This design comes from an exercise in tuning for small area, a short achievable clock period and few clock cycles on the open sky130 flow, not from production work. The RTL was checked by simulation tests, not by an equivalence proof against the original design. Power and IR drop assume default switching activity.

--- design/flow/design.v ---
module gf_pow8 (
    input  wire [7:0]  c,
    output wire [63:0] cg
);
    assign cg[7:0] = c;
    genvar i;
    generate
        for (i = 1; i < 8; i = i + 1) begin : g_cg
            assign cg[8*i +: 8] = {cg[8*i-2 -: 7], 1'b0} ^ (cg[8*i-1] ? 8'h1d : 8'h00);
        end
    endgenerate
endmodule
module gf_mul8 (
    input  wire [63:0] cg,
    input  wire [63:0] d,
    output wire [63:0] r
);
    genvar j, b;
    generate
        for (j = 0; j < 8; j = j + 1) begin : g_lane
            for (b = 0; b < 8; b = b + 1) begin : g_bit
                assign r[8*j+b] = ^{cg[56+b] & d[8*j+7], cg[48+b] & d[8*j+6],
                                    cg[40+b] & d[8*j+5], cg[32+b] & d[8*j+4],
                                    cg[24+b] & d[8*j+3], cg[16+b] & d[8*j+2],
                                    cg[8+b]  & d[8*j+1], cg[b]    & d[8*j+0]};
            end
        end
    endgenerate
endmodule
module gf_tinv5 (input wire [4:0] i, output wire [7:0] o);
    localparam [31:0] T0 = 32'he029166c;
    localparam [31:0] T1 = 32'h5f9d8454;
    localparam [31:0] T2 = 32'h524738ee;
    localparam [31:0] T3 = 32'hbe228668;
    localparam [31:0] T4 = 32'hd4d20cda;
    localparam [31:0] T5 = 32'h0c7d2f36;
    localparam [31:0] T6 = 32'hd0bb6cf2;
    localparam [31:0] T7 = 32'h3ef2f72e;
    assign o[0] = T0[i];
    assign o[1] = T1[i];
    assign o[2] = T2[i];
    assign o[3] = T3[i];
    assign o[4] = T4[i];
    assign o[5] = T5[i];
    assign o[6] = T6[i];
    assign o[7] = T7[i];
endmodule
module par_core (
    input  wire         clk,
    input  wire         rst,
    input  wire         cmd_valid,
    output wire         cmd_ready,
    input  wire [7:0]   cmd_op,
    input  wire [7:0]   cmd_k,
    input  wire [7:0]   cmd_e1,
    input  wire [7:0]   cmd_e2,
    input  wire [15:0]  cmd_ncols,
    input  wire         in_valid,
    output wire         in_ready,
    input  wire [63:0] in_data,
    output wire         out_valid,
    input  wire         out_ready,
    output wire [63:0] out_data,
    output wire         done,
    output wire [1:0]   done_status,
    output wire [1:0]   done_result
);
    localparam SRC_S0 = 2'd0;
    localparam SRC_S1 = 2'd1;
    localparam SRC_X  = 2'd2;    
    function [7:0] gf2;          
        input [7:0] x;
        begin
            gf2 = {x[6:0], 1'b0} ^ (x[7] ? 8'h1d : 8'h00);
        end
    endfunction
    function [7:0] gfi;          
        input [7:0] x;
        begin
            gfi = {1'b0, x[7:1]} ^ (x[0] ? 8'h8e : 8'h00);
        end
    endfunction
    function [4:0] inc5;
        input [4:0] x;
        begin
            inc5 = x ^ {&x[3:0], &x[2:0], &x[1:0], x[0], 1'b1};
        end
    endfunction
    function [4:0] dec5;
        input [4:0] x;
        begin
            dec5 = x ^ {~|x[3:0], ~|x[2:0], ~|x[1:0], ~x[0], 1'b1};
        end
    endfunction
    function lt5;                
        input [4:0] a, b;
        integer i;
        reg r;
        begin
            r = 1'b0;
            for (i = 0; i < 5; i = i + 1)
                r = (!a[i] && b[i]) || ((a[i] == b[i]) && r);
            lt5 = r;
        end
    endfunction
    reg         jv;           
    reg         jd;           
    reg         crdy;
    reg [1:0]   a_op;
    reg [4:0]   a_k, a_e1, a_e2;
    reg         j_opbad, j_kbad, j_ncbad, j_e1ff, j_e2ff, j_e1hi, j_e2hi;
    reg [12:0]  j_nc;         
    assign cmd_ready = crdy;
    always @(posedge clk) begin
        if (!jv) begin
            a_op    <= cmd_op[1:0];
            a_k     <= cmd_k[4:0];
            a_e1    <= cmd_e1[4:0];
            a_e2    <= cmd_e2[4:0];
            j_opbad <= (cmd_op[7:2] != 6'd0);
            j_kbad  <= (cmd_k == 8'd0) || (cmd_k[7:5] != 3'd0) || (cmd_k[4:0] == 5'd31);
            j_ncbad <= (cmd_ncols == 16'd0) || (cmd_ncols[15:14] != 2'd0) ||
                       (cmd_ncols[13] && (cmd_ncols[12:0] != 13'd0));
            j_e1ff  <= (cmd_e1 == 8'hff);
            j_e2ff  <= (cmd_e2 == 8'hff);
            j_e1hi  <= (cmd_e1[7:5] != 3'd0);
            j_e2hi  <= (cmd_e2[7:5] != 3'd0);
        end
    end
    wire       a_e2n = j_e2ff;
    wire       a_rec = (a_op == 2'd2);
    wire [4:0] kp1   = inc5(a_k);
    wire [4:0] km1   = dec5(a_k);
    wire       bad_any = j_opbad || j_kbad || j_ncbad;
    wire       q_bad_std = bad_any || !(j_e1ff && j_e2ff);
    reg        f_le1, f_le2, f_e12;
    wire       rec_ok = !j_e1ff && !j_e1hi && f_le1 &&
                        (j_e2ff || (!j_e2hi && f_le2 && !f_e12));
    wire       q_bad = a_rec ? bad_any : q_bad_std;
    wire       e1_d  = lt5(a_e1, a_k);
    wire       e1_p  = (a_e1 == a_k);
    wire       e1lt  = lt5(a_e1, a_e2);
    wire       q_d1  = a_rec && e1_d;
    wire       q_d2  = a_rec && !a_e2n && lt5(a_e2, a_k);
    wire       q_pe  = a_rec && (e1_p || (!a_e2n && a_e2 == a_k));
    wire       q_qe  = a_rec && ((a_e1 == kp1) || (!a_e2n && a_e2 == kp1));
    wire [4:0] q_dxy = e1lt ? (a_e2 - a_e1) : (a_e1 - a_e2);
    wire       q_xy  = q_d1 && q_d2;
    wire       q_x1  = q_d1 ^ q_d2;
    wire       q_xp  = q_x1 && q_pe;
    wire       q_xq  = q_x1 && q_qe;
    wire       q_single = (a_k == 5'd1) && ((a_op[1] == 1'b0) || (a_rec && !a_e2n));
    function a_rd;
        input [4:0] mm;
        begin
            a_rd = !a_rec || ((mm != a_e1) && (a_e2n || mm != a_e2));
        end
    endfunction
    wire       rd0 = a_rd(5'd0);
    wire       rd1 = a_rd(5'd1);
    wire [4:0] a_fm = rd0 ? 5'd0 : rd1 ? 5'd1 : 5'd2;
    wire [1:0] q_nout = (a_op == 2'd0) ? 2'd2 : (a_op == 2'd1) ? 2'd1 :
                        (a_op == 2'd3) ? 2'd0 : (a_e2n ? 2'd1 : 2'd2);
    reg         a_bad;
    reg [4:0]   a_lm, a_lm2;  
    reg         a_single;
    reg [1:0]   a_nout, a_w1, a_w2;
    reg         a_chk;
    reg [4:0]   a_dxy;
    reg [4:0]   a_mp, a_mq;       
    reg         f_fmp, f_fmq;     
    reg         f_xy, f_xp, f_xq, f_x1, f_e1lt, f_e1d, f_e1p, f_pe, f_qe;
    reg         f_d2;
    reg [4:0]   a_lom1, a_him1;   
    reg         a_adj;            
    reg [7:0]   b, k0;        
    reg [4:0]   sm_n;         
    wire [7:0] t_inv;
    wire [4:0] s_x = (f_e1d && (!f_d2 || f_e1lt)) ? a_e1 : a_e2;
    wire       w_x = f_xp || f_xq || f_xy;    
    gf_tinv5 u_ti  (.i(a_dxy), .o(t_inv));
    reg  [1:0] s_w1, s_w2;
    always @(*) begin
        if (f_xy) begin
            s_w1 = f_e1lt ? SRC_X : SRC_S1;
            s_w2 = f_e1lt ? SRC_S1 : SRC_X;
        end else if (f_xp) begin
            s_w1 = f_e1d ? SRC_S1 : SRC_X;
            s_w2 = f_e1d ? SRC_X : SRC_S1;
        end else if (f_x1) begin
            s_w1 = f_e1d ? SRC_S0 : SRC_S1;
            s_w2 = f_e1d ? SRC_S1 : SRC_S0;
        end else begin
            s_w1 = f_e1p ? SRC_S0 : SRC_S1;
            s_w2 = f_e1p ? SRC_S1 : SRC_S0;
        end
    end
    wire [4:0] km2   = {a_k[4:1] ^ {~|a_k[3:1], ~|a_k[2:1], ~a_k[1], 1'b1}, a_k[0]};
    wire       s_km1e = (a_e1 == a_mp) || (!a_e2n && a_e2 == a_mp);
    wire       s_km2e = (a_e1 == a_mq) || (!a_e2n && a_e2 == a_mq);
    wire [4:0] s_ld  = !s_km1e ? a_mp : !s_km2e ? a_mq : dec5(a_mq);
    wire [4:0] s_lm  = !f_qe ? kp1 : f_pe ? km1 : a_k;
    wire [4:0] s_lm2 = (!f_qe && !f_pe) ? a_k :
                       (f_qe && f_pe) ? a_mq : (s_km1e ? a_mq : a_mp);
    wire [4:0] s_lo  = (a_e2n || f_e1lt) ? a_e1 : a_e2;
    wire [4:0] s_hi  = (a_e2n || !f_e1lt) ? a_e1 : a_e2;
    reg         a_valid;      
    reg         a_setup;      
    reg         a_setup2;
    reg         a_start;      
    reg [4:0]   m;            
    reg [7:0]   h;            
    reg         in_rdy;       
    reg         in_nrdy;      
    reg         r_busy;       
    assign in_ready = in_rdy;
    wire fire = in_valid && !in_nrdy;
    wire [4:0] m1 = inc5(m);
    wire [4:0] mh = inc5({1'b0, m[4:1]});
    wire [4:0] m2 = {mh[3:0], m[0]};
    wire [4:0] m3 = inc5(m2);
    wire       at_lo = a_rec && (m == a_lom1);
    wire       skip1 = at_lo || (a_rec && (m == a_him1));    
    wire       skip2 = at_lo && a_adj;                        
    wire [4:0] next_m = skip2 ? m3 : skip1 ? m2 : m1;
    wire [7:0] h1 = gf2(h);
    wire [7:0] h2 = gf2(h1);
    wire [7:0] next_h = skip2 ? gf2(h2) : skip1 ? h2 : h1;
    wire [7:0] b1 = gf2(b);
    wire [7:0] h_fm = rd0 ? b : rd1 ? b1 : gf2(b1);
    wire colend   = (m == a_lm);
    wire colend2  = (m == a_lm2);           
    reg  dv, t_v;             
    reg  d_last;              
    wire nc_pend  = dv && d_last;
    wire lastcol  = nc_pend ? (j_nc == 13'd1) : (j_nc == 13'd0);
    wire lastword = colend && lastcol;
    reg  c_isp, c_isq;        
    wire [7:0] coef = c_isp ? k0 : c_isq ? b : (h ^ k0);
    wire [63:0] coef_cg;
    gf_pow8 u_cg (.c(coef), .cg(coef_cg));
    wire r_release;           
    reg  rel_d;               
    wire r_keep = r_busy && !rel_d;
    reg  dec_r;               
    wire decode   = dec_r;
    wire bad_take = jd && a_bad && !r_busy && !dv && !t_v;
    wire free_f   = lastword;
    wire go_dec   = decode && !a_rec && !q_bad_std;      
    wire go_rec   = a_start;                              
    wire rdy_nf = go_dec ? !(q_single && r_keep) :
                  go_rec ? !(a_single && r_keep) :
                  (a_valid && !(colend && r_keep));
    wire ce_f   = colend ? a_single : colend2;
    wire rdy_f  = !lastword && !(ce_f && (r_keep || colend));
    always @(posedge clk) begin
        if (rst) begin
            jv      <= 1'b0;
            jd      <= 1'b0;
            dec_r   <= 1'b0;
            rel_d   <= 1'b0;
            crdy    <= 1'b1;
            a_valid <= 1'b0;
            a_setup <= 1'b0;
            a_setup2 <= 1'b0;
            a_start <= 1'b0;
            sm_n    <= 5'd0;
            in_rdy  <= 1'b0;
            in_nrdy <= 1'b1;
            r_busy  <= 1'b0;
        end else begin
            if (!jv) begin
                jv   <= cmd_valid;
                crdy <= !cmd_valid;
            end else if (bad_take || (fire && free_f)) begin
                jv   <= 1'b0;
                crdy <= 1'b1;
            end
            jd      <= jv && !(bad_take || (fire && free_f));
            dec_r   <= !jv && cmd_valid;
            rel_d   <= r_release;
            if (go_dec || go_rec)
                a_valid <= 1'b1;
            else if (fire && lastword)
                a_valid <= 1'b0;
            a_setup <= decode && a_rec && !q_bad;
            a_setup2 <= a_setup && rec_ok;
            a_start <= (a_setup2 && sm_n == 5'd0) ||
                       (!a_setup2 && (sm_n != 5'd0) && (sm_n[4:1] == 4'd0 || sm_n == 5'd2));
            if (a_setup)
                sm_n <= (w_x && rec_ok) ? s_x : 5'd0;
            else if (!a_setup2 && sm_n != 5'd0)
                sm_n <= sm_n[4:1] != 4'd0 ? sm_n - 5'd2 : 5'd0;
            in_rdy  <= fire ? rdy_f : rdy_nf;
            in_nrdy <= fire ? !rdy_f : !rdy_nf;
            r_busy  <= r_keep || (fire && colend && (a_nout != 2'd0));
        end
        if (!jv)
            j_nc <= cmd_ncols[12:0];
        else if (decode || nc_pend)
            j_nc <= j_nc ^ {~|j_nc[11:0], ~|j_nc[10:0], ~|j_nc[9:0], ~|j_nc[8:0],
                            ~|j_nc[7:0], ~|j_nc[6:0], ~|j_nc[5:0], ~|j_nc[4:0],
                            ~|j_nc[3:0], ~|j_nc[2:0], ~|j_nc[1:0], ~j_nc[0], 1'b1};
        if (decode) begin
            a_bad    <= q_bad;
            a_lm     <= a_op[1] ? kp1 : km1;             
            a_lm2    <= a_op[1] ? a_k : km2;
            a_single <= q_single;
            a_nout   <= q_nout;
            a_chk    <= (a_op == 2'd3);
            a_w1     <= SRC_S0;
            a_w2     <= SRC_S1;
            a_dxy    <= q_dxy;
            f_xy     <= q_xy;
            f_xp     <= q_xp;
            f_xq     <= q_xq;
            f_x1     <= q_x1;
            f_e1lt   <= e1lt;
            f_e1d    <= e1_d;
            f_e1p    <= e1_p;
            f_pe     <= q_pe;
            f_qe     <= q_qe;
            f_le1    <= !lt5(kp1, a_e1);
            f_le2    <= !lt5(kp1, a_e2);
            f_e12    <= (a_e1 == a_e2);
            f_d2     <= q_d2;
            a_mp     <= a_op[1] ? km1 : 5'd31;      
            a_mq     <= a_op[1] ? a_k : 5'd31;      
            f_fmp    <= 1'b0;
            f_fmq    <= 1'b0;
            b        <= 8'h01;
            k0       <= 8'h00;
        end else if (a_setup) begin
            a_bad    <= !rec_ok;
            a_lm     <= s_lm;
            a_mp     <= km1;
            a_mq     <= km2;
            f_fmp    <= (a_fm == a_k);
            f_fmq    <= (a_fm == kp1);
            a_lom1   <= dec5(s_lo);
            a_him1   <= dec5(s_hi);
            a_adj    <= !a_e2n && (s_hi == inc5(s_lo));
            a_w1     <= s_w1;
            a_w2     <= s_w2;
        end else if (a_setup2) begin
            b        <= f_xy ? t_inv : 8'h01;
            k0       <= f_xy ? t_inv : f_xq ? 8'h01 : 8'h00;
            a_lm2    <= s_lm2;
            a_mp     <= f_pe ? 5'd31 : s_ld;
            a_mq     <= f_qe ? 5'd31 : f_pe ? s_ld : a_k;
        end else if (sm_n != 5'd0) begin    
            if (f_xq)
                k0   <= (sm_n[4:1] != 4'd0) ? gf2(gf2(k0)) : gf2(k0);
            else
                b    <= (sm_n[4:1] != 4'd0) ? gfi(gfi(b)) : gfi(b);
        end
        if (decode)
            m <= a_fm;
        else if (fire)
            m <= colend ? a_fm : next_m;
        if (decode || go_rec) begin
            c_isp <= go_rec && f_fmp;
            c_isq <= go_rec && f_fmq;
        end else if (fire) begin
            c_isp <= colend ? f_fmp : (m == a_mp);
            c_isq <= colend ? f_fmq : (m == a_mq);
        end
        if (decode)
            h <= 8'h01;                  
        else if (go_rec || (fire && colend))
            h <= h_fm;
        else if (fire)
            h <= next_h;
    end
    reg [63:0]  D;
    reg [63:0]  d_cg;         
    reg         d_s0, d_first, d_lastcol;
    reg         s_first;      
    always @(posedge clk) begin
        if (rst)
            dv <= 1'b0;
        else
            dv <= fire;
        D         <= in_data;
        d_cg      <= coef_cg;
        d_s0      <= !c_isq;
        d_first   <= s_first;
        d_last    <= colend;
        d_lastcol <= lastcol;
        if (decode || go_rec || fire)
            s_first <= decode || go_rec || colend;
    end
    reg [63:0]  S0, S1;
    wire [63:0] prod;
    gf_mul8 u_mul (.cg(d_cg), .d(D), .r(prod));
    always @(posedge clk) begin
        if (dv) begin
            S0 <= (d_first ? 64'd0 : S0) ^ (d_s0 ? D : 64'd0);
            S1 <= (d_first ? 64'd0 : S1) ^ prod;
        end
    end
    reg         t_lastcol;
    wire        t_chk  = a_chk;
    wire [1:0]  t_nout = a_nout;
    wire [1:0]  t_w1   = a_w1;
    wire [1:0]  t_w2   = a_w2;
    always @(posedge clk) begin
        if (rst)
            t_v <= 1'b0;
        else
            t_v <= dv && d_last;
        t_lastcol <= d_lastcol;
    end
    reg [63:0]  O, R1;
    reg [1:0]   r_nout;       
    reg         r_lastcol;
    reg         ov;           
    reg         nov;          
    reg         xr;           
    reg [1:0]   mism;
    reg         done_r;
    reg [1:0]   dst_r, dres_r;
    wire [63:0] SX = S0 ^ S1;
    function [63:0] src;
        input [1:0] s;
        begin
            src = (s == SRC_S0) ? S0 : (s == SRC_S1) ? S1 : SX;
        end
    endfunction
    wire xfer  = !nov && out_ready;
    wire load  = t_v && (t_nout != 2'd0);
    wire chk_now = t_v && t_chk;
    assign r_release = xfer && (r_nout == 2'd1);
    wire [1:0] mism_n = mism | {(|S1), (|S0)};
    wire [1:0] rn_n = load ? t_nout : xfer ? (r_nout - 2'd1) : r_nout;
    wire       ov_n = (rn_n != 2'd0) && !xfer;
    always @(posedge clk) begin
        if (rst) begin
            ov     <= 1'b0;
            nov    <= 1'b1;
            xr     <= 1'b0;
            r_nout <= 2'd0;
            mism   <= 2'b00;
            done_r <= 1'b0;
        end else begin
            r_nout <= rn_n;
            ov     <= ov_n;
            nov    <= !ov_n;
            xr     <= xfer;
            done_r <= (r_release && r_lastcol) || (chk_now && t_lastcol) || bad_take;
            if (chk_now)
                mism <= t_lastcol ? 2'b00 : mism_n;
        end
        if (load) begin
            O         <= src(t_w1);
            R1        <= src(t_w2);
            r_lastcol <= t_lastcol;
        end else if (xr) begin
            O         <= R1;
        end
        if (bad_take) begin
            dst_r  <= 2'd2;
            dres_r <= 2'b00;
        end else if (chk_now) begin
            dst_r  <= (mism_n != 2'b00) ? 2'd1 : 2'd0;
            dres_r <= mism_n;
        end else begin
            dst_r  <= 2'd0;
            dres_r <= 2'b00;
        end
    end
    assign out_valid   = ov;
    assign out_data    = O;
    assign done        = done_r;
    assign done_status = dst_r;
    assign done_result = dres_r;
endmodule
--- design/flow/flow/run.sh ---
#!/bin/bash
# The standard layout (the standard.sh, unchanged synthesis and steps),
# with plain buffers instead of the default delay cells on the ports.
export BUFFER_PORTS_ARGS="-buffer_cell sky130_fd_sc_hd__buf_1"
bash standard.sh > standard.log 2>&1
--- design/flow/standard.sh ---
#!/bin/bash
# synth_recipe.tcl (not shown) runs the flow's synth.tcl, then flattens the netlist and writes it again
# the make line also repeats each setting of config.mk as NAME=value (left out here)
make -C /OpenROAD-flow-scripts/flow DESIGN_CONFIG=/design/flow/config.mk WORK_HOME=/design/flow/orfs CLKGATE_MAP_FILE= SYNTH_SCRIPT=/design/flow/synth_recipe.tcl "${@:-finish}"
--- design/flow/config.mk ---
export PLATFORM = sky130hd
export DESIGN_NAME = par_core
export DESIGN_NICKNAME = par_core
export VERILOG_FILES = /design/flow/design.v
export SDC_FILE = /design/flow/constraint.sdc
export NUM_CORES = 4
export LEC_CHECK = 0
export CAP_MARGIN = 20
export CORE_MARGIN = 2
export CORE_UTILIZATION = 70
export PLACE_DENSITY = 0.85
export SLEW_MARGIN = 20
--- design/flow/constraint.sdc ---
create_clock -name core_clock -period 10.0 [get_ports {clk}]
set_input_delay 2.0000 -clock core_clock [delete_from_list [all_inputs] [get_ports {clk}]]
set_output_delay 2.0000 -clock core_clock [all_outputs]
set_load 0.01 [all_outputs]
==> impl_metrics.csv, run 1 <==
group,metric,value,unit
status,run_status,"complete, no violations",
clock_tree,cts_hold_buffers,0,
routing,drt-initial-drc-count,2971,
grt,grt_pass1_wl,145000,um
critical_path,worst-setup-path-type,"register to output port",
logic_synthesis,syn_inst,3830,
critical_path,crit_path_top_delay_cell,"edfxtp_1",
grt,global_route.overflow_total,0,
routing,drtAntennaViolNets,0,
timing,drv_slew,0,
cells_and_area,drive_gt1_frac,0.0402,
timing,tightest_slew,1140,ps
logic_synthesis,ys_seq_area_frac,0.411,
power,ir_drop,0.000171,V
place,dp_cells,4372,
timing,setup-violations-final,0,
logic_synthesis,synth_warnings,1,
clock_tree,cts.path.max_buffers,3,
run,max_cap_violations,0,
critical_path,path_buf_inv,1,
critical_path,critPathTopFamily,"flip-flops",
logic_synthesis,synth.cell_area,33800,um2
clock_tree,root_buffer,"clkbuf_16",
logic_synthesis,syn_area_per_cell,8.82,um2
clock_tree,cts_resized,0,
timing,final.period_utilization,0.318,
clock_tree,clock_latency,640,ps
cells_and_area,n_antenna_cell,0,
die,start_util,0.709,
clock_tree,post-cts-setup-buffers,0,
critical_path,cp_data_required_time,8000,ps
clock_tree,cts_tree,"done",
place,hpwl,61900,um
routing,drc,0,
clock_tree,cts_buffers,54,
logic_synthesis,synth_edf_count,356,
logic_synthesis,synth_area_leader_cell,"edfxtp_1",
timing,rsz0062_at_grt,"false",
grt,antenna_found_initial,1,
power,p_per_area,144,nW/um2
critical_path,cp.arrival,1180,ps
timing,layout_min_cycle_time,3180,ps
routing,wl_per_cell,20.9,um
timing,fmax,314,MHz
timing,fin_skew,20.1,ps
grt,grt_max_degree,98,
clock_tree,htree_num_levels,2,
timing,hold_violations,0,
logic_synthesis,ys_async_sr_fraction,0,
worst_hold_path,min_path_type,"register to register",
critical_path,cpPeakStageDelay,400,ps
cells_and_area,area_delta_synth_final,7.10,%
die,dieArea,50000,um2
grt,grt_use_total,0.368,
critical_path,crit_chain,"buf_1",
grt,grt_pass1_vias,26372,
cells_and_area,layout.nets,3999,
clock_tree,clock_sinks,515,
die,ioPinCount,189,
routing,wirelength,93500,um
cells_and_area,final_cells,4474,
timing,fin_setup_tns,0,ps
cells_and_area,mostFrequentLayoutCells,"798 x nand2_1, 602 x xnor2_1, 376 x nor2_1",
die,core_area,47600,um2
routing,via_count,27802,
die,rows,80,
logic_synthesis,synthFlopType,"edfxtp_1",
logic_synthesis,synthTopCellsByArea,"edfxtp_1 32%, xnor2_1 16%, dfxtp_1 9.4%",
logic_synthesis,syn_nets,4015,
critical_path,cp-start-kind,"register",
critical_path,crit_path_max_fanout,1,
power,p_leak,0.0128,uW
clock_tree,path_clk_slew,70,ps
routing,drtPass1Iterations,8,
die,die_w,224,um
logic_synthesis,ys_types,89,
logic_synthesis,netlist.area_leader.share,0.317,
critical_path,endpoint_kind,"output port",
die,die_h,224,um
timing,max_slew_margin,0.243,
routing,vias_per_cell,6.21,
place,portBuffers,188,
place,place_congestion,0.911,
logic_synthesis,ys_ff_latch,515,
cells_and_area,final_common_cell,"nand2_1",
-- stage by stage --
stage	hold WS (ps)	instance area [um2]	utilization	setup WS [ps]	power, uW
after floorplan	310	33800	-	5650	2990
after global placement	313	34300	0.721	6530	3130
after detailed placement	325	34300	0.721	6560	3150
after CTS	339	36100	0.759	6800	5180
after global routing	342	36200	0.759	6780	5340
final	338	36200	0.759	6820	5200
-- cell families (layout without fill, tap and decap cells) --
group,Yosys count,after routing,share of synthesized area
DFF,515,515,0.411
AOI/OAI and AO/OA,516,516,0.0958
adders and majority gates,68,68,0.0256
muxes,160,160,0.0480
buffers and inverters,359,388,0.0418
xor gates and xnor gates,722,722,0.187
and+or+nand+nor,1490,1490,0.191
-- metal layers --
layer	part of all wire	wire (um)	GRT usage	vias up
met5	0	0	0	-
met4	0.063	5850	0.212	0
met3	0.11	10200	0.0790	408
met2	0.46	42600	0.589	1650
met1	0.37	34900	0.465	12951
li1	-	-	-	12793
-- flip-flops by register name, indices dropped and copies added, names as in the netlist, 8 cells and up --
signal / count
O: 64
j_nc: 13
h: 8
D: 64
R1: 64
b: 8
S1: 64
S0: 64
k0: 8
d_cg: 29
-- area by class of cell --
class	instances	area, um2
flip-flops and latches	515	13900
repair buffers	211	886
clock inverters	23	199
inverters	76	285
well taps	615	769
multi-input cells	2956	18500
fillers	3326	11500
clock buffers	78	1610
-- synth_stat cells (4+ instances only) --
master / count
a211oi_1: 20
a21o_1: 10
a21oi_1: 233
a22o_1: 4
a22oi_1: 9
a311oi_1: 9
a31oi_1: 13
and2_1: 5
buf_1: 55
buf_2: 26
buf_4: 4
clkbuf_1: 195
dfxtp_1: 159
edfxtp_1: 356
ha_1: 66
inv_1: 76
mux2_2: 6
mux2i_1: 152
nand2_1: 798
nand2b_1: 80
nand3_1: 27
nand4_1: 18
nor2_1: 376
nor2b_1: 76
nor3_1: 20
nor3b_1: 11
nor4_1: 45
o211ai_1: 12
o21a_1: 7
o21ai_0: 39
o21ai_1: 27
o22ai_1: 8
o31ai_1: 70
or2_2: 6
or3_1: 7
or4_1: 4
xnor2_1: 602
xor2_1: 120
-- power breakdown --
part	internal (uW)	total [uW]	switching, uW
Clock	1180	2070	892
Combinational	291	617	326
Sequential	2360	2520	154
-- path summary, 6_finish.rpt --
path                   to  cells past startpoint       from  slack, ps
max          out_data[25]                      1      O[25]       6820
min             t_lastcol                      0  d_lastcol        340
max reg2reg         a_adj                      8     j_e2ff       7050
min reg2reg     t_lastcol                      0  d_lastcol        340
Testbench counts, summed over its fixed seeds: cycles 116,826.
==> run 2, diff against run 1 <==
--- a/design/flow/config.mk
+++ b/design/flow/config.mk
@@ -8,5 +8,5 @@
 export CAP_MARGIN = 20
 export CORE_MARGIN = 2
-export CORE_UTILIZATION = 70
-export PLACE_DENSITY = 0.85
+export CORE_UTILIZATION = 80
+export PLACE_DENSITY = 0.9
 export SLEW_MARGIN = 20
==> run 2 against run 1 <==
  * Combinational power up 5.8%
  * Sequential power about the same
  * Total power down 0.85%
  * First-iteration DRC count grew 82%
  * Cell area shrank 0.65%
  * Critical path depth up 4
  * Sequential share of layout area rose by 0.24 points
  * Final cell count is 1.7% lower
  * Clock power fell by 4%
  * Global-route usage grew 14 points
==> impl_metrics.csv, run 2 <==
group,metric,value,unit
power,p_leak,0.0128,uW
logic_synthesis,synth.cell_area,33800,um2
die,rows,75,
logic_synthesis,synth_commonest_cells,"798 x nand2_1, 602 x xnor2_1, 376 x nor2_1, 356 x edfxtp_1, 233 x a21oi_1",
die,die_w,209,um
place,place_congestion,0.994,
grt,grt_pass1_wl,172000,um
clock_tree,clock_sinks,515,
logic_synthesis,synth_area_leader_cell,"edfxtp_1",
routing,wirelength,112000,um
critical_path,worst-setup-path-type,"register to register",
timing,tightest_slew,1210,ps
critical_path,cp_data_required_time,10270,ps
logic_synthesis,netlist.area_leader.share,0.317,
routing,drtPass1Iterations,8,
place,dp_slack,6460,ps
worst_hold_path,hold_depth,0,
clock_tree,post-cts-setup-buffers,0,
critical_path,endpoint_kind,"register",
die,core_area,41800,um2
cells_and_area,nFillCells,2085,
timing,setup_ws,6740,ps
routing,drtAntennaViolNets,0,
grt,antenna_found_initial,3,
clock_tree,cts_hold_buffers,0,
timing,fin_skew,27.2,ps
clock_tree,cts_buffers,54,
timing,fin_setup_tns,0,ps
cells_and_area,drive_gt1_frac,0.0396,
clock_tree,root_buffer,"clkbuf_16",
logic_synthesis,ys_types,89,
cells_and_area,multi_input_area,18500,um2
routing,drc,0,
run,max_cap_violations,0,
die,start_util,0.809,
logic_synthesis,syn_area_per_cell,8.82,um2
logic_synthesis,synth_edf_count,356,
clock_tree,cts_tree,"done",
place,portBuffers,188,
logic_synthesis,synthTopCellsByArea,"edfxtp_1 32%, xnor2_1 16%, dfxtp_1 9.4%",
routing,drt-initial-drc-count,5415,
critical_path,cp.arrival,3530,ps
power,ir_drop,0.000143,V
critical_path,r2r_cells,5,
grt,grt_pass1_vias,31671,
logic_synthesis,synthFlopType,"edfxtp_1",
timing,final.period_utilization,0.326,
logic_synthesis,ys_seq_area_frac,0.411,
status,run_status,"complete, no violations",
logic_synthesis,synth_most_common_cell,"nand2_1",
routing,wl_per_cell,25.4,um
die,die_h,209,um
grt,grt_max_degree,90,
routing,vias_per_cell,7.06,
timing,timing.hold.ws,347,ps
critical_path,crit_path_max_fanout,42,
logic_synthesis,syn_inst,3830,
routing,via_count,31054,
grt,grt_use_total,0.506,
timing,max_slew_margin,0.187,
place,hpwl,69700,um
logic_synthesis,ys_ff_latch,515,
logic_synthesis,ys_async_sr_fraction,0,
grt,global_route.overflow_total,0,
cells_and_area,mostFrequentLayoutCells,"798 x nand2_1, 602 x xnor2_1, 376 x nor2_1",
cells_and_area,layout.nets,3999,
cells_and_area,area_delta_synth_final,6.41,%
timing,hold_violations,0,
power,p_per_area,144,nW/um2
logic_synthesis,syn_nets,4015,
die,dieArea,43900,um2
cells_and_area,final_util,0.860,
place,postPlaceCellArea,34200,um2
timing,rsz0062_at_grt,"false",
cells_and_area,register_area,13900,um2
clock_tree,path_clk_slew,60,ps
die,ioPinCount,189,
worst_hold_path,min_path_type,"register to register",
cells_and_area,stdcell_area,35900,um2
clock_tree,clock_latency,650,ps
timing,setup-violations-final,0,
clock_tree,cts.path.max_buffers,3,
clock_tree,htree_num_levels,2,
logic_synthesis,synth_warnings,1,
clock_tree,cts_resized,0,
timing,fmax,307,MHz
critical_path,cp-start-kind,"register",
timing,drv_slew,0,
cells_and_area,final_common_cell,"nand2_1",
timing,layout_min_cycle_time,3260,ps
==> run 2: metal layers <==
layer,global-route usage,vias up,part of all wire
met4,0.403,4,0.097
met3,0.174,1057,0.15
met5,0.00890,-,0.00058
li1,-,12779,-
met2,0.779,3102,0.44
met1,0.576,14112,0.31
==> run 2: per-stage QoR <==
step | total power (uW) | cells
after floorplan | 2990 | 3830
after global placement | 3130 | 4297
after detailed placement | 3170 | 4297
after CTS | 5090 | 4399
after global routing | 5250 | 4399
final | 5160 | 4400
==> run 2: logic make-up (layout without fill, tap and decap cells) <==
| group | after synthesis | in the layout | synth area share |
|---|---|---|---|
| XOR/XNOR | 722 | 722 | 0.187 |
| other | 0 | 1 | 0 |
| AO/OA/AOI/OAI | 516 | 516 | 0.0958 |
| AND/OR/NAND/NOR | 1490 | 1490 | 0.191 |
| buffers and inverters | 359 | 389 | 0.0418 |
| adder cells (fa/ha/maj) | 68 | 68 | 0.0256 |
| flip-flops | 515 | 515 | 0.411 |
| multiplexers | 160 | 160 | 0.0480 |
==> run 2: worst paths after layout <==
| check | start | end | slack, ps |
|---|---|---|---|
| min reg2reg | s_first | d_first | 350 |
| max | a_w1[0] | O[5] | 6740 |
| max reg2reg | a_w1[0] | O[5] | 6740 |
| min | s_first | d_first | 350 |
==> run 2: area by class of cell <==
type                    instances  share of cell area
multi-input cells            2956               0.515
repair buffers                211              0.0244
diodes                          1           0.0000697
clock buffers                  78              0.0424
clock inverters                24             0.00439
inverters                      76             0.00794
flip-flops and latches        515               0.387
well taps                     539              0.0188
==> run 2: worst max-delay path, stage by stage (launching register included) <==
cell     delay [ps]
dfxtp_4         670
buf_4           840
mux2i_1         180
nor2_1          130
a21oi_1          50
o31ai_1        1000
==> run 2: where the power goes <==
part,switching [uW],internal (uW),total [uW],leakage (uW)
combinational,361,292,653,0.00739
sequential,162,2360,2520,0.00458
clock,914,1060,1980,0.000824
==> run 3, diff against run 2 <==
--- a/design/flow/config.mk
+++ b/design/flow/config.mk
@@ -8,5 +8,8 @@
 export CAP_MARGIN = 20
 export CORE_MARGIN = 2
-export CORE_UTILIZATION = 80
-export PLACE_DENSITY = 0.9
+export CORE_UTILIZATION = 70
+export CTS_BUF_LIST = sky130_fd_sc_hd__clkbuf_8
+export CTS_CLUSTER_DIAMETER = 66
+export CTS_CLUSTER_SIZE = 13
+export PLACE_DENSITY = 0.85
 export SLEW_MARGIN = 20
==> run 3 against run 2 <==
  * Via count decreased by 12%
  * Clock skew increased by 8.4 ps
  * Register-to-register slack improved by 290 ps
  * Synthesized area unchanged
  * Highest routed layer is now met4
  * Total power decreased by 14%
  * Die area increased by 14%
  * Largest cell class unchanged
  * Synthesized cell count unchanged
  * Largest power group unchanged
  * Clock power decreased by 33%
  * Clock-buffer cell count decreased by 26
  * Combinational power decreased by 6.4%
  * Global-route usage decreased by 15 points
==> impl_metrics.csv, run 3 <==
group,metric,value,unit
grt,antenna_found_initial,1,
routing,drc,0,
critical_path,crit_chain,"buf_1",
timing,fin_setup_tns,0,ps
critical_path,r2r_setup_slack,7030,ps
die,rows,80,
logic_synthesis,ys_types,89,
worst_hold_path,hp-start,"d_lastcol",
critical_path,endpoint_kind,"output port",
routing,wl_per_cell,20.4,um
place,place_congestion,0.911,
timing,fmax,308,MHz
cells_and_area,mostFrequentLayoutCells,"798 x nand2_1, 602 x xnor2_1, 376 x nor2_1",
clock_tree,clock_latency,710,ps
power,p_leak,0.0126,uW
cells_and_area,drive_gt1_frac,0.0343,
timing,drv_slew,0,
grt,grt_max_degree,98,
clock_tree,root_buffer,"clkbuf_8",
place,portBuffers,188,
die,dieArea,50000,um2
routing,drtPass1Iterations,6,
logic_synthesis,ys_ff_latch,515,
die,die_h,224,um
worst_hold_path,min_path_type,"register to register",
grt,global_route.overflow_total,0,
logic_synthesis,synthFlopType,"edfxtp_1",
logic_synthesis,netlist.area_leader.share,0.317,
worst_hold_path,hold_depth,0,
grt,grt_pass1_vias,25768,
critical_path,crit_path_top_delay_cell,"dfxtp_1",
cells_and_area,final_util,0.741,
logic_synthesis,synth_most_common_cell,"nand2_1",
cells_and_area,nFillCells,3468,
logic_synthesis,synthTopCellsByArea,"edfxtp_1 32%, xnor2_1 16%, dfxtp_1 9.4%",
critical_path,cp.arrival,1250,ps
grt,grtUsageMet1,0.458,
grt,top_usage_layer,"met2",
grt,grt_pass1_wl,141000,um
place,hpwl,61900,um
logic_synthesis,ys_seq_area_frac,0.411,
timing,tightest_slew,1210,ps
logic_synthesis,ys_async_sr_fraction,0,
logic_synthesis,synth_edf_count,356,
clock_tree,cts_tree,"done",
critical_path,r2r_cells,8,
timing,final.period_utilization,0.325,
cells_and_area,n_antenna_cell,0,
routing,wirelength,91200,um
die,die_w,224,um
logic_synthesis,syn_inst,3830,
critical_path,rr_endpoint,"a_adj",
grt,use_met2,0.578,
routing,via_count,27405,
cells_and_area,area_delta_synth_final,4.58,%
timing,setup-violations-final,0,
die,core_area,47600,um2
routing,drt-initial-drc-count,2890,
status,run_status,"complete, no violations",
critical_path,crit_path_max_fanout,1,
critical_path,path_buf_inv,1,
timing,hold_violations,0,
critical_path,cpPeakStageDelay,390,ps
logic_synthesis,synth_warnings,1,
cells_and_area,layout.nets,3993,
timing,fin_skew,35.5,ps
critical_path,critPathTopFamily,"flip-flops",
power,ir_drop,0.000109,V
logic_synthesis,synth_commonest_cells,"798 x nand2_1, 602 x xnor2_1, 376 x nor2_1, 356 x edfxtp_1, 233 x a21oi_1",
routing,drtAntennaViolNets,0,
clock_tree,path_clk_slew,90,ps
die,ioPinCount,189,
clock_tree,post-cts-setup-buffers,0,
clock_tree,htree_num_levels,2,
clock_tree,clock_sinks,515,
critical_path,worst-setup-path-type,"register to output port",
clock_tree,cts.path.max_buffers,3,
routing,vias_per_cell,6.14,
cells_and_area,final_common_cell,"nand2_1",
die,start_util,0.709,
logic_synthesis,syn_nets,4015,
logic_synthesis,synth_area_leader_cell,"edfxtp_1",
clock_tree,cts_hold_buffers,0,
critical_path,cp-start-kind,"register",
run,max_cap_violations,0,
logic_synthesis,syn_area_per_cell,8.82,um2
critical_path,r2r-start,"j_e2ff",
worst_hold_path,min_to,"t_lastcol",
clock_tree,cts_buffers,48,
timing,max_slew_margin,0.190,
timing,rsz0062_at_grt,"false",
clock_tree,cts_resized,0,
critical_path,cp_data_required_time,8000,ps
grt,grtUsageMet3,0.0696,
timing,layout_min_cycle_time,3250,ps
logic_synthesis,synth.cell_area,33800,um2
power,p_per_area,126,nW/um2
grt,grt_use_total,0.359,
[run 3: logic make-up (layout without fill, tap and decap cells)]
logic type               after synthesis  after routing  share of synthesized area
flip-flops                           515            515                      0.411
buffers and inverters                359            376                     0.0418
adder cells (fa/ha/maj)               68             68                     0.0256
AO/OA/AOI/OAI                        516            516                     0.0958
multiplexers                         160            160                     0.0480
XOR/XNOR                             722            722                      0.187
AND/OR/NAND/NOR                     1490           1490                      0.191
[run 3: worst reg2reg max path: cells and delay by family (launching register included)]
kind                       cells  cell delay (ps)
and+or+nand+nor                3             1160
adders and majority gates      1              200
xor gates and xnor gates       2              280
DFF                            1              680
buffers and inverters          1               80
muxes                          1              420
[run 3: final cells by class]
class                   instances  area [um2]  area share
repair buffers                211         886      0.0251
well taps                     615         769      0.0218
flip-flops and latches        515       13900       0.394
multi-input cells            2956       18500       0.524
inverters                      76         285     0.00808
clock buffers                  52         716      0.0203
clock inverters                37         241     0.00684
[run 3: metal layers]
layer,wire length (um),share of wire,vias to the layer above
li1,-,-,12746
met1,34400,0.38,12729
met2,41700,0.46,1565
met3,9610,0.11,365
met4,5510,0.060,0
met5,0,0,-
[run 3: per-stage QoR]
step	power, uW	area [um2]	setup WS (ps)	instances	hold slack [ps]
after floorplan	2990	33800	5650	3830	310
after CTS	4440	35300	6710	4461	346
after detailed placement	3150	34300	6560	4372	325
final	4450	35300	6750	4462	347
after global routing	4590	35300	6710	4462	350
after global placement	3130	34300	6530	4372	313
[run 3: how the worst max path moves through the flow]
stage	to	startpoint	cells after the start	slack, ps
floorplan	j_nc[0]	dv	2	5650
global placement	h[3]	in_valid	5	6530
CTS	done_result[0]	dres_r[0]	1	6710
finish	done_result[0]	dres_r[0]	1	6750
global route	out_data[25]	O[25]	1	6710
detailed placement	h[3]	in_valid	5	6560
[run 3: report_power, final]
group | switching [uW] | total (uW) | internal, uW
clock | 764 | 1330 | 564
combinational | 319 | 611 | 291
sequential | 153 | 2510 | 2360
==> run 4, diff against run 3 <==
--- a/design/flow/config.mk
+++ b/design/flow/config.mk
@@ -6,4 +6,5 @@
 export NUM_CORES = 4
 export LEC_CHECK = 0
+export ABC_AREA = 1
 export CAP_MARGIN = 20
 export CORE_MARGIN = 2
==> run 4 against run 3 <==
  * Non-clock buffer count grew 5
  * Clock skew grew 5.2 ps
  * Largest cell class unchanged
  * Final cell count grew 7.4%
  * Global-route usage shrank 0.20 points
  * Wire length shrank 3.0%
  * Still clean on timing, DRC and antenna
  * Sequential share of layout area grew 0.41 points
  * Clock power is essentially flat
  * Maximum frequency shrank 1.1%
==> impl_metrics.csv, run 4 <==
group,metric,value,unit
status,run_status,"complete, no violations",
cells_and_area,register_area,13900,um2
critical_path,cp_data_required_time,8000,ps
routing,drtPass1Iterations,8,
grt,grt_max_degree,71,
routing,wirelength,88400,um
clock_tree,clock_sinks,515,
cells_and_area,drive_gt1_frac,0.0445,
place,hpwl,61000,um
logic_synthesis,ys_seq_area_frac,0.417,
critical_path,r2r_setup_slack,7190,ps
critical_path,crit_chain,"buf_1",
die,core_area,46800,um2
clock_tree,htree_num_levels,2,
grt,global_route.overflow_total,0,
timing,rsz0062_at_grt,"false",
grt,grt_pass1_vias,26474,
logic_synthesis,synth_edf_count,356,
worst_hold_path,hp-start,"d_lastcol",
power,internal_power,5270,uW
power,p_leak,0.0146,uW
logic_synthesis,synth_area_leader_cell,"edfxtp_1",
timing,max_slew_margin,0.225,
routing,vias_per_cell,5.79,
routing,drc,0,
clock_tree,path_clk_slew,90,ps
cells_and_area,mostFrequentLayoutCells,"1263 x nand2_1, 394 x xnor2_1, 378 x xor2_1",
critical_path,crit_path_max_fanout,2,
logic_synthesis,netlist.area_leader.share,0.322,
logic_synthesis,ys_async_sr_fraction,0,
die,rows,79,
grt,grt_pass1_wl,139000,um
clock_tree,cts.path.max_buffers,3,
logic_synthesis,syn_inst,4107,
worst_hold_path,min_path_type,"register to register",
logic_synthesis,synthFlopType,"edfxtp_1",
logic_synthesis,synthTopCellsByArea,"edfxtp_1 32%, nand2_1 14%, xnor2_1 10%",
timing,drv_slew,0,
clock_tree,cts_tree,"done",
cells_and_area,nFillCells,3479,
grt,antenna_found_initial,1,
critical_path,r2r_cells,6,
timing,hold_violations,0,
power,ir_drop,0.000160,V
worst_hold_path,min_to,"t_lastcol",
cells_and_area,area_delta_synth_final,4.95,%
critical_path,path_buf_inv,1,
logic_synthesis,synth_commonest_cells,"1265 x nand2_1, 394 x xnor2_1, 378 x xor2_1, 356 x edfxtp_1, 321 x nor2_1",
routing,wl_per_cell,18.5,um
critical_path,rr_endpoint,"O[23]",
logic_synthesis,ys_ff_latch,515,
cells_and_area,final_common_cell,"nand2_1",
logic_synthesis,synth.cell_area,33200,um2
worst_hold_path,hold_depth,0,
logic_synthesis,synth_most_common_cell,"nand2_1",
critical_path,critPathTopFamily,"flip-flops",
clock_tree,root_buffer,"clkbuf_8",
place,portBuffers,188,
clock_tree,clock_latency,700,ps
critical_path,cp.arrival,1280,ps
logic_synthesis,ys_types,65,
clock_tree,post-cts-setup-buffers,0,
die,dieArea,49200,um2
logic_synthesis,syn_nets,4292,
timing,layout_min_cycle_time,3280,ps
critical_path,endpoint_kind,"output port",
power,p_seq_frac,0.370,
die,ioPinCount,189,
grt,grt_use_total,0.357,
timing,fmax,305,MHz
clock_tree,cts_hold_buffers,0,
power,p_per_area,264,nW/um2
clock_tree,cts_resized,0,
routing,via_count,27723,
routing,drtAntennaViolNets,0,
timing,fin_setup_tns,0,ps
logic_synthesis,syn_area_per_cell,8.09,um2
routing,drt-initial-drc-count,3155,
power,pwr-share-comb,0.489,
critical_path,cpPeakStageDelay,400,ps
timing,fin_skew,40.7,ps
place,place_congestion,0.960,
die,start_util,0.711,
power,clkPwrFrac,0.142,
timing,setup-violations-final,0,
timing,timing.hold.ws,354,ps
critical_path,worst-setup-path-type,"register to output port",
die,die_w,222,um
timing,final.period_utilization,0.328,
cells_and_area,multi_input_area,17200,um2
critical_path,r2r-start,"a_w1[1]",
clock_tree,cts_buffers,48,
die,die_h,222,um
power,p_sw,3930,uW
timing,tightest_slew,1160,ps
cells_and_area,layout.nets,4327,
power,p_sw_frac,0.427,
logic_synthesis,synth_warnings,1,
run,max_cap_violations,0,
critical_path,cp-start-kind,"register",
critical_path,crit_path_top_delay_cell,"dfxtp_1",
[run 4: worst reg2reg max path, delay by kind of cell, from the launching register on]
kind | cells | cell delay (ps)
xor+xnor | 1 | 170
compound gates | 1 | 600
simple gates | 2 | 780
flops | 1 | 380
buf+inv | 2 | 590
[run 4: kinds of logic after synthesis]
logic type                 count (synthesis)  share of synthesized area
and+or+nand+nor                         1865                      0.228
adders and majority gates                 68                     0.0260
xor gates and xnor gates                 775                      0.205
AOI/OAI and AO/OA                        337                     0.0571
buffers and inverters                    545                     0.0655
DFF                                      515                      0.417
muxes                                      2                   0.000640
[run 4: final cells by class]
cell class | instances | share of cell area
diodes | 1 | 0.0000717
clock buffers | 51 | 0.0201
clock inverters | 39 | 0.00635
inverters | 314 | 0.0339
multi-input cells | 3047 | 0.494
flip-flops and latches | 515 | 0.398
well taps | 607 | 0.0218
repair buffers | 216 | 0.0263
[run 4: how the worst max path moves through the flow]
| stage | startpoint | to | slack [ps] | cells after the start |
|---|---|---|---|---|
| 6_report | crdy | cmd_ready | 6720 | 1 |
| 5_1_grt | crdy | cmd_ready | 6710 | 1 |
| 4_1_cts | crdy | cmd_ready | 6720 | 1 |
| 3_5_place_dp | in_valid | h[7] | 6740 | 10 |
| 3_3_place_gp | in_valid | h[5] | 6790 | 10 |
| 2_1_floorplan | dv | jv | 5540 | 7 |
[run 4: power groups by stage]
stage / Sequential (uW) / Clock [uW] / Combinational, uW
after global placement: 3420 / 0 / 4230
after floorplan: 3020 / 0 / 3950
after global routing: 3420 / 1390 / 4970
after detailed placement: 3410 / 0 / 4400
final: 3400 / 1300 / 4500
after CTS: 3370 / 1310 / 4440
[run 4: through the flow]
step	utilization	power [uW]	instances	cell area, um2	worst slack [ps]
after floorplan	-	6970	4107	33200	5540
after detailed placement	0.726	7820	4699	34000	6740
after CTS	0.746	9120	4789	34900	6720
after global placement	0.726	7650	4699	34000	6790
after global routing	0.746	9790	4790	34900	6710
final	0.746	9200	4790	34900	6720
[run 4: metal layers]
| layer | wire [um] | GRT usage | up-vias |
|---|---|---|---|
| met4 | 5190 | 0.197 | 0 |
| met2 | 42000 | 0.601 | 1505 |
| li1 | - | - | 13050 |
| met1 | 32600 | 0.437 | 12809 |
| met3 | 8650 | 0.0608 | 359 |
| met5 | 0 | 0 | - |
==> run 5, diff against run 4 <==
--- a/design/flow/config.mk
+++ b/design/flow/config.mk
@@ -10,7 +10,4 @@
 export CORE_MARGIN = 2
 export CORE_UTILIZATION = 70
-export CTS_BUF_LIST = sky130_fd_sc_hd__clkbuf_8
-export CTS_CLUSTER_DIAMETER = 66
-export CTS_CLUSTER_SIZE = 13
 export PLACE_DENSITY = 0.85
 export SLEW_MARGIN = 20
==> run 5 against run 4 <==
  * Register-to-register slack worse by 70 ps
  * Highest routed layer unchanged
  * Maximum frequency increased by 3.5%
  * Setup slack better by 110 ps
  * Sequential power about the same
  * First-iteration DRC count increased by 8.1%
  * Combinational power is essentially flat
  * Flip-flop and latch count unchanged
  * Still clean
  * Critical path type unchanged
==> impl_metrics.csv, run 5 <==
group,metric,value,unit
critical_path,cp-start-kind,"register",
timing,final.period_utilization,0.317,
timing,tightest_slew,1140,ps
power,p_sw,4070,uW
cells_and_area,multi_input_area,17200,um2
grt,grtUsageMet1,0.443,
routing,drc,0,
timing,setup-violations-final,0,
critical_path,path_buf_inv,1,
logic_synthesis,synth_edf_count,356,
critical_path,cp_data_required_time,8000,ps
critical_path,crit_chain,"buf_1",
power,internal_power,6080,uW
logic_synthesis,ys_ff_latch,515,
grt,grt_pass1_vias,27139,
routing,wl_per_cell,18.9,um
die,dieArea,49200,um2
place,hpwl,61000,um
logic_synthesis,ys_types,65,
die,die_h,222,um
critical_path,crit_path_max_fanout,2,
cells_and_area,mostFrequentLayoutCells,"1263 x nand2_1, 394 x xnor2_1, 378 x xor2_1",
timing,drv_slew,0,
timing,layout_min_cycle_time,3170,ps
power,p_sw_frac,0.401,
clock_tree,clock_sinks,515,
clock_tree,clock_latency,630,ps
run,max_cap_violations,0,
clock_tree,path_clk_slew,60,ps
critical_path,worst-setup-path-type,"register to output port",
timing,fmax,315,MHz
power,p_per_area,282,nW/um2
die,rows,79,
logic_synthesis,synth_warnings,1,
grt,use_met2,0.610,
grt,grt_use_total,0.364,
logic_synthesis,syn_nets,4292,
critical_path,critPathTopFamily,"flip-flops",
logic_synthesis,synthTopCellsByArea,"edfxtp_1 32%, nand2_1 14%, xnor2_1 10%",
routing,drtPass1Iterations,9,
power,pwr-share-comb,0.445,
routing,via_count,28044,
clock_tree,cts.path.max_buffers,3,
timing,fin_skew,15.6,ps
place,postPlaceCellArea,34000,um2
cells_and_area,n_antenna_cell,0,
critical_path,endpoint_kind,"output port",
power,p_leak,0.0150,uW
grt,grtUsageMet3,0.0641,
routing,drt-initial-drc-count,3410,
grt,antenna_found_initial,0,
routing,wirelength,90700,um
timing,rsz0062_at_grt,"false",
logic_synthesis,synth_most_common_cell,"nand2_1",
clock_tree,htree_num_levels,2,
logic_synthesis,syn_inst,4107,
cells_and_area,drive_gt1_frac,0.0518,
power,p_seq_frac,0.336,
die,die_w,222,um
clock_tree,post-cts-setup-buffers,0,
grt,grt_pass1_wl,142000,um
routing,vias_per_cell,5.84,
critical_path,cp.arrival,1170,ps
cells_and_area,final_common_cell,"nand2_1",
logic_synthesis,synth_commonest_cells,"1265 x nand2_1, 394 x xnor2_1, 378 x xor2_1, 356 x edfxtp_1, 321 x nor2_1",
logic_synthesis,synthFlopType,"edfxtp_1",
clock_tree,root_buffer,"clkbuf_16",
clock_tree,cts_resized,0,
power,clkPwrFrac,0.218,
critical_path,crit_path_top_delay_cell,"dfxtp_1",
grt,top_usage_layer,"met2",
timing,hold_violations,0,
cells_and_area,layout.nets,4333,
status,run_status,"complete, no violations",
clock_tree,cts_tree,"done",
place,portBuffers,188,
routing,drtAntennaViolNets,0,
cells_and_area,stdcell_area,35900,um2
logic_synthesis,syn_area_per_cell,8.09,um2
cells_and_area,nFillCells,3254,
grt,grt_max_degree,71,
worst_hold_path,min_path_type,"register to register",
logic_synthesis,ys_seq_area_frac,0.417,
logic_synthesis,synth_area_leader_cell,"edfxtp_1",
die,core_area,46800,um2
timing,max_slew_margin,0.241,
critical_path,cpPeakStageDelay,380,ps
timing,fin_setup_tns,0,ps
cells_and_area,area_delta_synth_final,8.11,%
die,start_util,0.711,
place,place_congestion,0.960,
logic_synthesis,ys_async_sr_fraction,0,
logic_synthesis,synth.cell_area,33200,um2
logic_synthesis,netlist.area_leader.share,0.322,
clock_tree,cts_buffers,54,
power,ir_drop,0.000176,V
grt,global_route.overflow_total,0,
die,ioPinCount,189,
cells_and_area,register_area,13900,um2
clock_tree,cts_hold_buffers,0,
-- run 5: worst paths after layout --
check	startpoint	endpoint	slack [ps]	cells after the start
worst max-delay path	crdy	cmd_ready	6830	1
worst min-delay path	d_lastcol	t_lastcol	350	0
worst max register to register	a_w1[1]	O[23]	7120	6
worst min register to register	d_lastcol	t_lastcol	350	0
-- run 5: through the flow --
step | setup WS (ps) | util | power (uW) | hold slack (ps) | cells
2_1_floorplan | 5540 | - | 6970 | 310 | 4107
6_report | 6830 | 0.769 | 10100 | 349 | 4800
3_3_place_gp | 6790 | 0.726 | 7650 | 336 | 4699
5_1_grt | 6800 | 0.769 | 10700 | 345 | 4800
3_5_place_dp | 6740 | 0.726 | 7820 | 335 | 4699
4_1_cts | 6810 | 0.769 | 10100 | 350 | 4800
-- run 5: cell type report --
cell class,count,share of cell area
multi-input cells,3047,0.479
flip-flops and latches,515,0.386
clock buffers,74,0.0460
inverters,314,0.0329
repair buffers,216,0.0255
well taps,607,0.0211
clock inverters,27,0.00891
-- run 5: logic make-up (layout without fill, tap and decap cells) --
kind of cell	count (synthesis)	in the layout	share of synthesized area
compound gates	337	337	0.0571
xor+xnor	775	775	0.205
fa+ha+maj	68	68	0.0260
buf+inv	545	631	0.0655
flops	515	515	0.417
mux	2	2	0.000640
simple gates	1865	1865	0.228
-- run 5: power groups by stage --
| stage | clock [uW] | combinational (uW) | sequential, uW |
|---|---|---|---|
| after floorplan | 0 | 3950 | 3020 |
| after global placement | 0 | 4230 | 3420 |
| after detailed placement | 0 | 4400 | 3410 |
| after CTS | 2230 | 4460 | 3370 |
| after global routing | 2310 | 5000 | 3420 |
| final | 2220 | 4520 | 3410 |
-- run 5: per-layer routing --
metal | routed length [um] | vias up | part of all wire
met2 | 43100 | 1648 | 0.48
met4 | 5620 | 0 | 0.062
met3 | 9370 | 374 | 0.10
li1 | - | 13067 | -
met1 | 32600 | 12955 | 0.36
met5 | 0 | - | 0
==> run 6, diff against run 5 <==
--- a/design/flow/config.mk
+++ b/design/flow/config.mk
@@ -9,5 +9,5 @@
 export CAP_MARGIN = 20
 export CORE_MARGIN = 2
-export CORE_UTILIZATION = 70
+export CORE_UTILIZATION = 75
 export PLACE_DENSITY = 0.85
 export SLEW_MARGIN = 20
==> run 6 against run 5 <==
  * Largest cell class unchanged
  * Core utilization up 4.1 points
  * Highest routed layer unchanged
  * Clock skew is 12 ps higher
  * Flip-flop and latch count unchanged
  * Critical path type unchanged
==> impl_metrics.csv, run 6 <==
group,metric,value,unit
die,rows,77,
grt,grt_pass1_vias,27311,
critical_path,crit_path_top_delay_cell,"dfxtp_1",
power,p_leak,0.0148,uW
die,core_area,44000,um2
routing,vias_per_cell,5.89,
timing,fin_skew,27.8,ps
power,p_sw,4110,uW
die,start_util,0.755,
cells_and_area,mostFrequentLayoutCells,"1263 x nand2_1, 394 x xnor2_1, 378 x xor2_1",
timing,fmax,303,MHz
worst_hold_path,min_path_type,"register to register",
critical_path,cpPeakStageDelay,490,ps
critical_path,cp.arrival,1300,ps
timing,rsz0062_at_grt,"false",
routing,drtAntennaViolNets,0,
critical_path,path_buf_inv,1,
clock_tree,htree_num_levels,2,
logic_synthesis,synth_edf_count,356,
place,place_congestion,0.978,
timing,tightest_slew,1050,ps
routing,wl_met1,33200,um
place,hpwl,61300,um
logic_synthesis,ys_async_sr_fraction,0,
clock_tree,post-cts-setup-buffers,0,
cells_and_area,drive_gt1_frac,0.0497,
cells_and_area,register_area,13900,um2
critical_path,cp-start-kind,"register",
logic_synthesis,synthFlopType,"edfxtp_1",
routing,drt-initial-drc-count,3179,
timing,max_slew_margin,0.297,
run,max_cap_violations,0,
routing,drtPass1Iterations,8,
timing,fin_setup_tns,0,ps
logic_synthesis,synth_most_common_cell,"nand2_1",
timing,timing.hold.ws,325,ps
cells_and_area,area_delta_synth_final,7.25,%
timing,drv_slew,0,
place,dp_slack,6570,ps
routing,wl_per_cell,19.2,um
logic_synthesis,ys_ff_latch,515,
power,ir_drop,0.000206,V
die,die_w,215,um
timing,hold_violations,0,
grt,grt_pass1_wl,144000,um
logic_synthesis,netlist.area_leader.share,0.322,
grt,grt_use_total,0.394,
routing,wl_met3,8710,um
routing,top_layer,"met4",
clock_tree,cts_tree,"done",
critical_path,endpoint_kind,"output port",
routing,wirelength,91600,um
logic_synthesis,ys_types,65,
clock_tree,clock_latency,640,ps
clock_tree,cts_hold_buffers,0,
power,p_per_area,280,nW/um2
clock_tree,path_clk_slew,60,ps
critical_path,r2r_setup_slack,7060,ps
logic_synthesis,syn_area_per_cell,8.09,um2
cells_and_area,stdcell_area,35600,um2
clock_tree,root_buffer,"clkbuf_16",
routing,drc,0,
cells_and_area,layout.nets,4326,
logic_synthesis,synthTopCellsByArea,"edfxtp_1 32%, nand2_1 14%, xnor2_1 10%",
critical_path,critPathTopFamily,"flip-flops",
grt,grt_max_degree,79,
critical_path,worst-setup-path-type,"register to output port",
critical_path,crit_path_max_fanout,1,
routing,via_count,28148,
die,ioPinCount,189,
clock_tree,clock_sinks,515,
power,clkPwrFrac,0.201,
timing,layout_min_cycle_time,3300,ps
routing,routed-wl-met2,43400,um
logic_synthesis,syn_inst,4107,
critical_path,crit_chain,"buf_1",
power,p_seq_frac,0.346,
power,fin_total_pwr,9980,uW
clock_tree,cts_resized,0,
critical_path,cp_data_required_time,8000,ps
clock_tree,cts.path.max_buffers,3,
die,dieArea,46000,um2
status,run_status,"complete, no violations",
clock_tree,cts_buffers,53,
timing,setup_ws,6700,ps
logic_synthesis,synth_commonest_cells,"1265 x nand2_1, 394 x xnor2_1, 378 x xor2_1, 356 x edfxtp_1, 321 x nor2_1",
logic_synthesis,syn_nets,4292,
logic_synthesis,synth_area_leader_cell,"edfxtp_1",
cells_and_area,nFillCells,2952,
cells_and_area,n_antenna_cell,0,
place,postPlaceCellArea,33900,um2
place,portBuffers,188,
power,internal_power,5870,uW
logic_synthesis,synth.cell_area,33200,um2
timing,setup-violations-final,0,
logic_synthesis,synth_warnings,1,
cells_and_area,multi_input_area,17200,um2
timing,final.period_utilization,0.330,
power,pwr-share-comb,0.453,
logic_synthesis,ys_seq_area_frac,0.417,
die,die_h,215,um
grt,antenna_found_initial,0,
cells_and_area,final_common_cell,"nand2_1",
power,p_sw_frac,0.412,
grt,global_route.overflow_total,0,
run 6: cell counts after synthesis:
Identical to the previous run, type by type.
run 6: metrics by stage:
| step | cells | utilization |
|---|---|---|
| floorplan | 4107 | - |
| global placement | 4678 | 0.770 |
| detailed placement | 4678 | 0.770 |
| CTS | 4778 | 0.810 |
| global route | 4778 | 0.810 |
| finish | 4778 | 0.810 |
run 6: cell families after synthesis:
group	count (synthesis)	share of synthesized area
buffers and inverters	545	0.0655
adders and majority gates	68	0.0260
and+or+nand+nor	1865	0.228
AOI/OAI and AO/OA	337	0.0571
DFF	515	0.417
muxes	2	0.000640
xor gates and xnor gates	775	0.205
run 6: cell type report:
class | count | share of cell area
clock inverters | 26 | 0.00593
flip-flops and latches | 515 | 0.389
inverters | 314 | 0.0331
well taps | 592 | 0.0208
multi-input cells | 3047 | 0.483
repair buffers | 210 | 0.0244
clock buffers | 74 | 0.0429
run 6: layer usage:
layer	GRT usage	vias to the layer above
met3	0.0652	403
met5	0	-
li1	-	13045
met2	0.662	1651
met4	0.241	0
met1	0.478	13049
run 6: power by group through the flow:
stage | clock [uW] | combinational, uW | sequential (uW)
floorplan | 0 | 3950 | 3020
global placement | 0 | 4200 | 3450
detailed placement | 0 | 4380 | 3450
CTS | 2000 | 4450 | 3410
global route | 2090 | 4970 | 3460
finish | 2010 | 4520 | 3460
run 6: worst paths after layout:
kind         startpoint   endpoint  cells past startpoint
max              done_r       done                      1
min           d_lastcol  t_lastcol                      0
max reg2reg     d_first     S1[29]                      7
min reg2reg   d_lastcol  t_lastcol                      0

==> afterwards: timing with drivers on the ports <==
The flow's constraints put no driver on any port. The routed layouts listed below were extracted and timed again, unchanged, in two steps.
Step 1 assumes that a clkbuf_16 drives the clock port and a buf_2 every other input.
Step 2 adds t to the input delays and takes it off the output delays; t is the mean of the earliest and latest rising clock arrival at the registers after step 1. Input paths then give back, and output paths get back, about the clock's delay inside the block.
Slacks: ideal / step 1 / step 2; pairs: ideal / step 1.
run	shift t [ns]	setup slack, ns	clock arrival spread, ns	slew at the worst register clock pin (ns)
run 1	0.688	6.815 / 6.759 / 6.463	0.024 / 0.023	0.07 / 0.07
run 2	0.701	6.739 / 6.690 / 6.380	0.028 / 0.028	0.07 / 0.07
run 3	0.742	6.754 / 6.698 / 6.487	0.040 / 0.040	0.10 / 0.10
run 4	0.734	6.717 / 6.662 / 6.715	0.041 / 0.041	0.10 / 0.10
run 5	0.679	6.826 / 6.767 / 6.744	0.017 / 0.017	0.07 / 0.07
run 6	0.690	6.697 / 6.635 / 6.499	0.033 / 0.033	0.07 / 0.07
After both steps setup and hold are still met in every run listed. For run 2, which loses most, drivers alone change the setup slack by -0.049 ns; drivers and shift together by -0.359 ns.
